This design comes from an exercise in tuning for small area, a short achievable clock period and few clock cycles per item on the open sky130 flow, not from production work. Where RTL was checked, it was by simulation tests only, not by an equivalence proof against the original.

lane 1:
==> flow/design.v <==
module edge_xing (
    input  wire               clk,
    input  wire               rst,
    input  wire               in_valid,
    output wire               in_ready,
    input  wire signed [19:0] in_xa,
    input  wire signed [19:0] in_ya,
    input  wire signed [19:0] in_xb,
    input  wire signed [19:0] in_yb,
    input  wire signed [15:0] in_row,
    output wire               out_valid,
    input  wire               out_ready,
    output wire               out_hit,
    output wire               out_last,
    output wire        [7:0]  out_k,
    output wire               out_dir,
    output wire signed [27:0] out_x
);
    localparam integer I_IDLE = 0, I_PA = 1, I_PB = 2, I_DIV = 3, I_LP = 4,
                       I_FL = 5, I_OUT = 6;
    localparam [6:0] S_IDLE = 7'd1 << I_IDLE;
    reg  [6:0]  st;
    reg         rdy, pend;
    reg  signed [19:0] cxa, cya, cxb, cyb;
    reg  signed [15:0] crow;
    wire        [24:0] tr   = {cyb[8:0], crow};
    wire        [24:0] ss_q = {cya[4:0], cxa};
    wire        [20:0] ss_r = {cxb[5:0], cya[19:5]};
    reg         csw, cxs;    
    reg         neg, dir, hit, last, saved, cp;
    reg  [27:0] q1;      
    reg  [20:0] r1;      
    reg  [19:0] den;     
    reg  [27:0] x;       
    reg  [20:0] r;       
    reg  [7:0]  k;
    reg  [4:0]  kmax;    
    reg  [4:0]  cnt;
    wire acc = in_valid & rdy;
    wire signed [19:0] ylo = csw ? cyb : cya;
    wire signed [19:0] yhi = csw ? cya : cyb;
    wire signed [19:0] xlo = csw ? cxb : cxa;
    wire signed [19:0] xmn = cxs ? cxb : cxa;
    wire signed [19:0] xmx = cxs ? cxa : cxb;
    wire               p_neg = cxs ^ csw;
    wire        [20:0] p_den = {yhi[19], yhi} + ~{ylo[19], ylo} + {20'd0, ~p_neg};
    wire        [20:0] p_adx = {xmx[19], xmx} - {xmn[19], xmn};
    wire signed [21:0] r32 = {{1{crow[15]}}, crow, 5'b0};
    wire signed [21:0] ma = r32 - {{2{ylo[19]}}, ylo};
    wire signed [21:0] mb = r32 - {{2{yhi[19]}}, yhi};
    wire        [21:0] mbn = ~mb;                   
    wire               ma_pos = ~ma[21];           
    wire               p_hit = (cya != cyb) & mb[21] & (ma >= -22'sd31);
    wire        [4:0]  p_kmin = ma_pos ? 5'd0 : -ma[4:0];
    wire        [4:0]  p_kmax = (mbn[21:5] != 17'd0) ? 5'd31 : mbn[4:0];
    wire        [24:0] p_t = ma_pos ? {ma[20:0], 4'b0001} : 25'd1;
    wire               p_small = (p_adx[19:12] == 8'd0);
    wire [21:0] nden = {2'b11, ~den};                
    wire [21:0] ds1  = {r1, q1[27] & st[I_DIV]};
    wire [21:0] dh1  = {1'b0, ds1[21:1]} + nden + {21'd0, ~neg};    
    wire        dq1  = ~dh1[21];
    wire [20:0] ra   = dq1 ? {dh1[19:0], ds1[0]} : ds1[20:0];
    wire [27:0] q1_n = {q1[26:0], dq1};
    wire [21:0] sa = {1'b0, r};
    wire [21:0] sb = {1'b0, r1};
    wire [21:0] s  = sa + sb;
    wire [21:0] ca = {1'b0, sa[21:1]};
    wire [21:0] cb = {1'b0, sb[21:1]};
    wire [21:0] cs = ca ^ cb ^ nden;
    wire [21:0] cc = (ca & cb) | (ca & nden) | (cb & nden);
    wire [21:0] sh = cs + {cc[20:0], sa[0] & sb[0]} + {21'd0, ~neg};
    wire        c  = ~sh[21];
    wire [20:0] r_n = c ? {sh[19:0], s[0]} : s[20:0];
    wire [27:0] xb_ = (q1 & {28{~st[I_FL]}}) ^ {28{neg}};
    wire [27:0] x_n = x + xb_ + {27'd0, cp ^ neg};
    wire        t_last = (tr[24:1] == 24'd0);       
    wire [7:0]  k_inc = k + 8'd1;
    wire       div_end = (cnt == 5'd24);
    wire       out_end = st[I_OUT] & out_ready & last;
    wire [6:0] st_n;
    assign st_n[I_IDLE] = (st[I_IDLE] & ~acc) | (out_end & ~pend & ~acc);
    assign st_n[I_PA]   = (st[I_IDLE] & acc) | (out_end & ~pend & acc);
    assign st_n[I_PB]   = st[I_PA] | (out_end & pend);
    assign st_n[I_DIV]  = (st[I_PB] & p_hit) | (st[I_DIV] & ~div_end);
    assign st_n[I_LP]   = (st[I_DIV] & div_end) | (st[I_LP] & ~t_last);
    assign st_n[I_FL]   = st[I_LP] & t_last;
    assign st_n[I_OUT]  = (st[I_PB] & ~p_hit) | st[I_FL] | (st[I_OUT] & ~out_end);
    wire       pend_n = ~st[I_PA] & ~st[I_PB] & (pend | acc);
    assign in_ready  = rdy;
    assign out_valid = st[I_OUT];
    assign out_hit   = hit;
    assign out_last  = last;
    assign out_k     = k;
    assign out_dir   = dir;
    assign out_x     = x;
    always @(posedge clk) begin
        if (rst) begin
            st   <= S_IDLE;
            rdy  <= 1'b1;
            pend <= 1'b0;
        end else begin
            st   <= st_n;
            pend <= pend_n;
            rdy  <= st_n[I_IDLE] | (st_n[I_OUT] & ~pend_n);
        end
        csw <= (cyb < cya);
        cxs <= (cxb < cxa);
        if (rdy) begin
            cxa  <= in_xa;
            cya  <= in_ya;
            cxb  <= in_xb;
            cyb  <= in_yb;
            crow <= in_row;
        end else begin
            if (st[I_PB])
                {cyb[8:0], crow} <= p_t;
            else if (st[I_LP])
                {cyb[8:0], crow} <= {1'b0, tr[24:1]};
            if (st[I_LP] & ~saved)
                {cxb[5:0], cya, cxa} <= {ra, q1_n[24:0]};    
        end
        case (1'b1)
            st[I_PB]: begin
                neg   <= p_neg;
                dir   <= ~csw;
                hit   <= p_hit;
                last  <= 1'b1;
                saved <= 1'b0;
                k     <= {p_kmin, 3'b000};
                kmax  <= p_kmax;
                den   <= p_den[19:0];
                q1    <= p_small ? {p_adx[11:0], 16'd0} : {p_adx[19:0], 8'd0};
                r1    <= 21'd0;
                x     <= {xlo, 8'd0};
                r     <= p_den[20:0];
                cp    <= 1'b0;
                cnt   <= p_small ? 5'd8 : 5'd0;
            end
            st[I_DIV]: begin
                q1  <= q1_n;
                r1  <= ra;
                cnt <= cnt + 5'd1;
            end
            st[I_LP]: begin
                if (tr[0]) begin
                    x  <= x_n;
                    r  <= r_n;
                    cp <= c;
                end
                saved <= 1'b1;
                if (t_last & saved) begin
                    q1 <= {3'b000, ss_q};
                    r1 <= ss_r;
                end else begin
                    q1 <= q1_n;
                    r1 <= ra;
                end
                last <= 1'b0;    
            end
            st[I_FL]: begin
                x  <= x_n;
                r  <= r_n;
                cp <= c;
            end
            st[I_OUT]: begin
                if (out_ready) begin
                    x    <= x_n;
                    r    <= r_n;
                    cp   <= c;
                    k    <= k_inc;
                    last <= (k_inc == {kmax, 3'b111});
                end
            end
            default: ;
        endcase
    end
endmodule
export LEC_CHECK = 0
export CAP_MARGIN = 20
export CORE_MARGIN = 2
export CORE_UTILIZATION = 40
export SLEW_MARGIN = 20
create_clock -name core_clock -period 20.0 [get_ports {clk}]
standard.sh (not shown) runs the stock make flow with config.mk's settings and CLKGATE_MAP_FILE= SYNTH_SCRIPT=/design/flow/synth_recipe.tcl, a recipe that flattens the netlist after the stock synthesis.
==> flow/flow/run.sh <==
#!/bin/bash
# Standard synthesis and layout, with faster port buffers (buf_2 instead of
# the default delay-cell buffers that buffer_ports picks) and timing repair
# aimed well below the 20 ns clock.
set -euo pipefail
export BUFFER_PORTS_ARGS="-buffer_cell sky130_fd_sc_hd__buf_2"
export SETUP_SLACK_MARGIN=14.5
bash standard.sh synth > synth.log 2>&1
bash standard.sh finish > layout.log 2>&1
Lane 1: flow completed, timing, DRC and antenna clean
Testbench counts of lane 1, summed over its fixed seeds: cycles 179,324, edges 960.
### lane 1 -> lane 2
--- a/flow/design.v
+++ b/flow/design.v
@@ -17,9 +17,9 @@
     output wire signed [27:0] out_x
 );
     localparam integer I_IDLE = 0, I_PA = 1, I_PB = 2, I_DIV = 3, I_LP = 4,
-                       I_FL = 5, I_OUT = 6;
-    localparam [6:0] S_IDLE = 7'd1 << I_IDLE;
-    reg  [6:0]  st;
+                       I_OUT = 5;
+    localparam [5:0] S_IDLE = 6'd1 << I_IDLE;
+    reg  [5:0]  st;
     reg         rdy, pend;
     reg  signed [19:0] cxa, cya, cxb, cyb;
     reg  signed [15:0] crow;
@@ -27,7 +27,7 @@
     wire        [24:0] ss_q = {cya[4:0], cxa};
     wire        [20:0] ss_r = {cxb[5:0], cya[19:5]};
     reg         csw, cxs;    
-    reg         neg, dir, hit, last, saved, cp;
+    reg         neg, dir, hit, last, saved;
     reg  [27:0] q1;      
     reg  [20:0] r1;      
     reg  [19:0] den;     
@@ -71,20 +71,21 @@
     wire [21:0] sh = cs + {cc[20:0], sa[0] & sb[0]} + {21'd0, ~neg};
     wire        c  = ~sh[21];
     wire [20:0] r_n = c ? {sh[19:0], s[0]} : s[20:0];
-    wire [27:0] xb_ = (q1 & {28{~st[I_FL]}}) ^ {28{neg}};
-    wire [27:0] x_n = x + xb_ + {27'd0, cp ^ neg};
+    wire [27:0] xb_ = q1 ^ {28{neg}};
+    wire [27:0] x0 = x + xb_;
+    wire [27:0] x1 = x + xb_ + 28'd1;
+    wire [27:0] x_n = (c ^ neg) ? x1 : x0;
     wire        t_last = (tr[24:1] == 24'd0);       
     wire [7:0]  k_inc = k + 8'd1;
     wire       div_end = (cnt == 5'd24);
     wire       out_end = st[I_OUT] & out_ready & last;
-    wire [6:0] st_n;
+    wire [5:0] st_n;
     assign st_n[I_IDLE] = (st[I_IDLE] & ~acc) | (out_end & ~pend & ~acc);
     assign st_n[I_PA]   = (st[I_IDLE] & acc) | (out_end & ~pend & acc);
     assign st_n[I_PB]   = st[I_PA] | (out_end & pend);
     assign st_n[I_DIV]  = (st[I_PB] & p_hit) | (st[I_DIV] & ~div_end);
     assign st_n[I_LP]   = (st[I_DIV] & div_end) | (st[I_LP] & ~t_last);
-    assign st_n[I_FL]   = st[I_LP] & t_last;
-    assign st_n[I_OUT]  = (st[I_PB] & ~p_hit) | st[I_FL] | (st[I_OUT] & ~out_end);
+    assign st_n[I_OUT]  = (st[I_PB] & ~p_hit) | (st[I_LP] & t_last) | (st[I_OUT] & ~out_end);
     wire       pend_n = ~st[I_PA] & ~st[I_PB] & (pend | acc);
     assign in_ready  = rdy;
     assign out_valid = st[I_OUT];
@@ -133,7 +134,6 @@
                 r1    <= 21'd0;
                 x     <= {xlo, 8'd0};
                 r     <= p_den[20:0];
-                cp    <= 1'b0;
                 cnt   <= p_small ? 5'd8 : 5'd0;
             end
             st[I_DIV]: begin
@@ -143,9 +143,8 @@
             end
             st[I_LP]: begin
                 if (tr[0]) begin
-                    x  <= x_n;
-                    r  <= r_n;
-                    cp <= c;
+                    x <= x_n;
+                    r <= r_n;
                 end
                 saved <= 1'b1;
                 if (t_last & saved) begin
@@ -157,16 +156,10 @@
                 end
                 last <= 1'b0;    
             end
-            st[I_FL]: begin
-                x  <= x_n;
-                r  <= r_n;
-                cp <= c;
-            end
             st[I_OUT]: begin
                 if (out_ready) begin
                     x    <= x_n;
                     r    <= r_n;
-                    cp   <= c;
                     k    <= k_inc;
                     last <= (k_inc == {kmax, 3'b111});
                 end
==> summary.txt <==
- Going from lane 1 to lane 2, the number of distinct library cell variants in the gate-level netlist after synthesis was found to have gone down by 6.
- Taking lane 1 as the reference, in lane 2 post-detailed-routing wire length rose by about 7%; final worst-path setup slack fell by 0.060 ns; worst hold slack rose by 0.0081 ns.
- Lane 2 vs. lane 1: proportion of synthesized area in mux cells fell 2.3 points; minimum period implied by the final worst setup slack climbed 0.060 ns.
For lane 2, only the layout was checked, not whether the RTL still works.

port drivers added, routing unchanged:
Ports are ideal in the flow. The routed layouts listed here were re-timed in OpenROAD.
Step 1 sets driving cells, clkbuf_16 on the clock port and buf_2 on the other inputs (assumed; they add their load-dependent delay and slew).
Step 2 times the ports against the registers' clock, not the clock port: input delays grow and output delays shrink by t, the midpoint of the rising clock arrivals with the driver on.
Slacks: no drivers / after step 1 / after step 2; pairs: no drivers / after step 1.
| run | t, ns | setup WS [ns] | slew at the worst register clock pin (ns) |
|---|---|---|---|
| lane 1 | 0.654 | 14.610 / 14.551 / 14.013 | 0.07 / 0.07 |
| lane 2 | 0.657 | 14.550 / 14.495 / 14.026 | 0.07 / 0.07 |
After both steps every run listed still meets setup and hold. The setup slack of lane 1, which loses most, moves by -0.059 ns with the drivers and by -0.597 ns with both steps.
